What follows belongs to an exercise in optimizing a design on an open flow for small area and a short achievable clock period; a production flow would make more cautious choices. No run shown here included a check of the RTL's function; only the layout flow was run. Power is estimated from default activity; no workload was simulated.

==> flow/design.v, too long to show whole: its modules and the start of the top module <==
// module fmul36_fa: 10 lines
// module fmul36_ha: 9 lines
// module fmul36: 1120 lines
module fmul36 (
    input  wire        clk,
    input  wire        rst,
    input  wire        in_valid,
    input  wire [35:0] a,
    input  wire [35:0] b,
    input  wire [2:0]  rm,
    input  wire        ftz,
    output reg         out_valid,
    output reg  [35:0] result,
    output reg         iv,
    output reg         of,
    output reg         uf,
    output reg         nx
);
  // ...
==> flow/run.sh <==
#!/bin/bash
# synth_recipe.tcl (not shown) runs the flow's synth.tcl, then flattens the netlist and writes it again
# the make line also repeats each setting of config.mk as NAME=value (left out here)
make -C /OpenROAD-flow-scripts/flow DESIGN_CONFIG=/design/flow/config.mk WORK_HOME=/design/flow/orfs CLKGATE_MAP_FILE= SYNTH_SCRIPT=/design/flow/synth_recipe.tcl finish
==> flow/config.mk <==
export PLATFORM = sky130hd
export DESIGN_NAME = fmul36
export DESIGN_NICKNAME = fmul36
export VERILOG_FILES = /design/flow/design.v
export SDC_FILE = /design/flow/constraint.sdc
export NUM_CORES = 4
export LEC_CHECK = 0
export CAP_MARGIN = 20
export CORE_MARGIN = 2
export CORE_UTILIZATION = 40
export SLEW_MARGIN = 20
export SYNTH_HIERARCHICAL = 1
export SYNTH_MINIMUM_KEEP_SIZE = 0
==> flow/constraint.sdc <==
create_clock -name core_clock -period 16.5 [get_ports {clk}]
set_input_delay 3.3000 -clock core_clock [delete_from_list [all_inputs] [get_ports {clk}]]
set_output_delay 3.3000 -clock core_clock [all_outputs]
set_load 0.01 [all_outputs]
==> out/qor.yml, run 1 <==
status: "timing/DRC/antenna clean"
grt_overflow: 0
yosysSeqAreaShare: 0.209
fin_ws_ns: 11.56
gp_congestion: 0.927
max_slew_margin: 0.215
drt-wirelength-per-cell_microns: 22.8
dieArea_sq_mm: 0.0893
drc_errors: 0
cp.arrival_ns: 5.48
drtPass1Iterations: 6
max_cap_violations: 0
synth_top_family_by_area: "adder cells"
core_sq_mm: 0.0865
crit_path_end: "mr4[22]$_DFF_P_"
nFlopsAndLatches: 364
rrSetupSlack_ns: 11.56
antenna_found_initial: 2
largest_reg_flops: 53
cts-root-buf: "clkbuf_16"
worstSetupStartpoint: "ks3[1]$_DFF_P_"
placed_cell_area_sq_mm: 0.0368
post-cts-setup-buffers: 0
synth.area.top_cells: "fa_1, dfxtp_1, nor2_1, ha_1, a21oi_1"
swShare: 0.483
area_delta_synth_final_pct: 10.6
crit_family: "simple AND/OR/NAND/NOR gates"
n_antenna_cell: 0
setup-tns-final_ns: 0
syn_inst: 3681
finalMaxSlewViolations: 0
ir_worst_vdd_uv: 159
hold_class: "reg2reg"
worstPathCellList: "buf_4 -> mux2i_1 -> mux2_4 -> clkinv_4 -> o211ai_1 -> a21oi_1 -> nor2b_1 -> ha_1 -> ha_1 -> nand3_1 -> or4_4 -> nor3_4 -> nor3b_4 -> nand2_4 -> nor3_4 -> nor2_1 -> a2111o_1 -> o21ai_1"
period_share: 0.300
dp_hpwl_microns: 75000
grt_usage: 0.246
p_seq_mw: 1.43
clock_path_buffers: 3
synth_fa_ha_area_frac: 0.405
final_util: 0.445
nWellTaps: 1155
hold_path_end: "rc3[0]$_DFF_P_"
==> run 2: changes to the inputs <==
--- a/flow/config.mk
+++ b/flow/config.mk
@@ -7,7 +7,7 @@
 export LEC_CHECK = 0
 export CAP_MARGIN = 20
 export CORE_MARGIN = 2
-export CORE_UTILIZATION = 40
+export CORE_UTILIZATION = 65
 export SLEW_MARGIN = 20
 export SYNTH_HIERARCHICAL = 1
 export SYNTH_MINIMUM_KEEP_SIZE = 0
==> out/qor.yml, run 2 <==
status: "timing/DRC/antenna clean"  # unchanged
grt_usage: 0.401  # was 0.246
max_freq_ghz: 0.197  # was 0.202 GHz
worstSetupStartpoint: "ks3[1]$_DFF_P_"  # unchanged
post-cts-setup-buffers: 0  # unchanged
drtPass1Iterations: 9  # was 6
fin_skew_ns: 0.0244  # was 0.0256 ns
fin_hold_ws_ns: 0.312  # was 0.325 ns
postSynthAreaPerCell_sq_um: 9.45  # unchanged
dieArea_sq_mm: 0.0554  # was 0.0893 sq mm
clk_latency_ns: 0.59  # was 0.62 ns
worst_slew_pin_slew_ns: 1.16  # was 1.18 ns
ctsHoldBuffers: 0  # unchanged
hold_class: "reg2reg"  # unchanged
ys_warn_count: 7  # unchanged
yosysSeqAreaShare: 0.209  # unchanged
ir_worst_vdd_uv: 109  # was 159 uV
num_rows: 84  # was 108
via_count: 29300  # was 28000
crit_path_end: "mr4[22]$_DFF_P_"  # unchanged
ant_nets: 0  # unchanged
synth_edf_count: 0  # unchanged
worstPathCellList: "buf_4 -> mux2i_1 -> mux2_4 -> clkinv_4 -> o211ai_1 -> a21oi_1 -> nor2b_1 -> ha_1 -> ha_1 -> nand3_1 -> or4_4 -> nor3_4 -> nor3b_4 -> nand2_4 -> nor3_4 -> nor2_1 -> a2111o_1 -> o21ai_1"  # unchanged
grt_max_degree: 62  # unchanged
period_share: 0.308  # was 0.300
largest_reg_flops: 53  # unchanged
dr.first_iter.drc_count: 3521  # was 2702
final_util: 0.715  # was 0.445
clock_path_buffers: 3  # unchanged
synth-main-ff-cell: "dfxtp_1"  # unchanged
synth.area.top_cells: "fa_1, dfxtp_1, nor2_1, ha_1, a21oi_1"  # unchanged
grt_overflow: 0  # unchanged
grt_pass1_wl_microns: 172000  # was 170000 microns
fin_ws_ns: 11.41  # was 11.56 ns
viasPerCell: 6.71  # was 5.78
num-nets-final: 4474  # was 4478
max_cap_violations: 0  # unchanged
power_frac_seq: 0.187  # was 0.185
gp_congestion: 0.997  # was 0.927
finalPower_mw: 7.65  # was 7.71 mW
crit_path_end_kind: "flop"  # unchanged
power_density_mw_per_mm2: 203  # was 200 mW/mm^2
reg2reg_depth: 18  # unchanged
pin_count: 120  # unchanged
syn_inst: 3681  # unchanged
cts.sinks: 364  # unchanged
regMostFlops: "csa_r"  # unchanged
layout_common_cells: "nor2_1, fa_1, dfxtp_1, nand2_1, a21oi_1"  # unchanged
rrSetupSlack_ns: 11.41  # was 11.56 ns
worstSetupPathType: "reg2reg"  # unchanged
critPathMaxStageDelay_ns: 0.58  # was 0.56 ns
syn_area_sq_mm: 0.0348  # unchanged
fin_area_sq_mm: 0.0377  # was 0.0385 sq mm
swShare: 0.487  # was 0.483
numCtsBuffers: 42  # was 45
synth.most_common_cell: "nor2_1"  # unchanged
reg.largest.list: "csa_r: 53 flops, csb_r: 52 flops"  # unchanged
chipWidth_microns: 235  # was 299 microns
totalWireLength_microns: 110000  # about the same
cts_tree: "done"  # unchanged
fin_cells: 4367  # was 4842
grt_pass1_vias: 31400  # was 29300
crit_required_ns: 17.02  # was 17.03 ns
setup-tns-final_ns: 0  # unchanged
fp.dieH_microns: 235  # was 299 microns
synth-async-reset-ratio: 0  # unchanged
synth_top_cell_by_area: "fa_1"  # unchanged
comb_power_share: 0.687  # was 0.678
antenna_found_initial: 3  # was 2
leakage_nw: 16.4  # was 16.5 nW
start_util: 0.659  # was 0.402
dp_slack_ns: 11.54  # was 11.55 ns
cp.arrival_ns: 5.61  # was 5.48 ns
dp_hpwl_microns: 75500  # was 75000 microns
cts-root-buf: "clkbuf_16"  # unchanged
area_delta_synth_final_pct: 8.40  # was 10.6%
r2r-end: "mr4[22]$_DFF_P_"  # unchanged
finalCriticalPeriod_ns: 5.09  # was 4.94 ns
finalMaxSlewViolations: 0  # unchanged
crit_slowest_cell: "or4_4"  # unchanged
internal-power_mw: 3.93  # was 3.99 mW
cts_resized: 0  # unchanged
path_clk_slew_ns: 0.06  # about the same
yosysUniqueCellTypes: 86  # unchanged
core_sq_mm: 0.0528  # was 0.0865 sq mm
drc_errors: 0  # unchanged
reg2reg_from: "ks3[1]$_DFF_P_"  # unchanged
cts-htree-levels: 2  # unchanged
synth_fp_nets: 4509  # unchanged
cp-start-kind: "flop"  # unchanged
port_buffers: 119  # unchanged
yosys-top-cells-count: "nor2_1, fa_1, dfxtp_1"  # unchanged
rsz0062_at_grt: "no"  # unchanged
placed_cell_area_sq_mm: 0.0363  # was 0.0368 sq mm
layout_commonest_cell: "nor2_1"  # unchanged
p_switching_mw: 3.72  # about the same
synth-seq-cells: 364  # unchanged
cp_max_fo: 44  # unchanged
max_slew_margin: 0.225  # was 0.215
clkPwrFrac: 0.126  # was 0.137
drt-wirelength-per-cell_microns: 25.3  # was 22.8 microns
finalHoldViolCount: 0  # unchanged
synth_top_area_share: 0.363  # unchanged
dpl.cell_count: 4290  # was 4758
drive_gt1_frac: 0.0571  # was 0.0591
setup_viol: 0  # unchanged
-- run 2: cell counts after synthesis --
No cell type changed its count.
-- run 2: how the worst min path moves through the flow --
stage / start / endpoint / slack, ns / cells after the start
3_3_place_gp: sp3$_DFF_P_ / sp4$_DFF_P_ / 0.31 / 0
3_5_place_dp: ftz3$_DFF_P_ / ftz4$_DFF_P_ / 0.31 / 0
2_1_floorplan: ftz2$_DFF_P_ / ftz3$_DFF_P_ / 0.31 / 0
6_report: ftz3$_DFF_P_ / ftz4$_DFF_P_ / 0.31 / 0
5_1_grt: ftz3$_DFF_P_ / ftz4$_DFF_P_ / 0.33 / 0
4_1_cts: ftz3$_DFF_P_ / ftz4$_DFF_P_ / 0.31 / 0
-- run 2: worst max-delay path, delay by kind of cell (launching register included) --
| kind | cells | cell delay, ns |
|---|---|---|
| flops | 1 | 0.31 |
| compound gates | 4 | 0.84 |
| fa+ha+maj | 2 | 0.45 |
| mux | 2 | 0.68 |
| buf+inv | 2 | 0.71 |
| simple gates | 8 | 2.01 |
-- run 2: layout make-up --
type                            instances  area, sq um
Multi-Input combinational cell       2957        26100
Fill cell                            3934        15100
Sequential cell                       364         7310
Timing Repair Buffer                  166         1540
Clock buffer                           55         1210
Tap cell                              688          861
Inverter                              115          438
Clock inverter                         21          225
Antenna cell                            1         2.50
-- run 2: per-layer routing --
| layer | routed length, microns | global-route usage | up-vias |
|---|---|---|---|
| li1 | - | - | 12100 |
| met1 | 39500 | 0.500 | 14300 |
| met2 | 50500 | 0.641 | 2288 |
| met3 | 14800 | 0.134 | 572 |
| met4 | 5660 | 0.179 | 4 |
| met5 | 27 | 0 | - |
-- run 2: per-module statistics from Yosys, one instance, submodules excluded --
| module | flops+latches | cells inside | area (sq um) | copies in the design |
|---|---|---|---|---|
| fmul36 | 364 | 3031 | 22000 | 1 |
| fmul36_fa | 0 | 1 | 20.0 | 624 |
| fmul36_ha | 0 | 1 | 12.5 | 26 |
-- run 2: logic make-up after synthesis --
group                      after synthesis  share of synthesized area
buffers and inverters                  360                     0.0403
and+or+nand+nor                       1427                      0.176
adders and majority gates              749                      0.405
xor gates and xnor gates                99                     0.0249
DFF                                    364                      0.209
muxes                                  108                     0.0368
AOI/OAI and AO/OA                      574                      0.107
-- run 2: power groups by stage --
stage | clock [mW] | sequential (mW) | combinational [mW]
6_report | 0.967 | 1.43 | 5.26
5_1_grt | 1.01 | 1.45 | 5.76
4_1_cts | 0.974 | 1.42 | 5.12
3_5_place_dp | 0 | 1.44 | 5.08
3_3_place_gp | 0 | 1.43 | 4.95
2_1_floorplan | 0 | 1.37 | 3.53

## re-timing with driven ports
How much do the figures lean on ideal ports? The routed layouts below were timed once more, with nothing changed but the port constraints.
Step 1: set_driving_cell puts a clkbuf_16 on clk and a buf_2 on each other input, an assumption about the parent block.
Step 2 also shifts input and output timing later by t, the mid clock arrival at the registers, as if the neighbouring blocks saw the same clock.
Three values: ideal, step 1, step 2; two values: the first two.
| run | t (ns) | setup slack, ns | worst setup path at the end | clock arrival spread, ns | slew at the worst register clock pin (ns) |
|---|---|---|---|---|---|
| run 1 | 0.671 | 11.557 / 11.557 / 11.557 | register to register | 0.026 / 0.025 | 0.07 / 0.07 |
| run 2 | 0.641 | 11.412 / 11.412 / 11.412 | register to register | 0.026 / 0.027 | 0.07 / 0.07 |
After both steps every run listed still meets setup and hold.
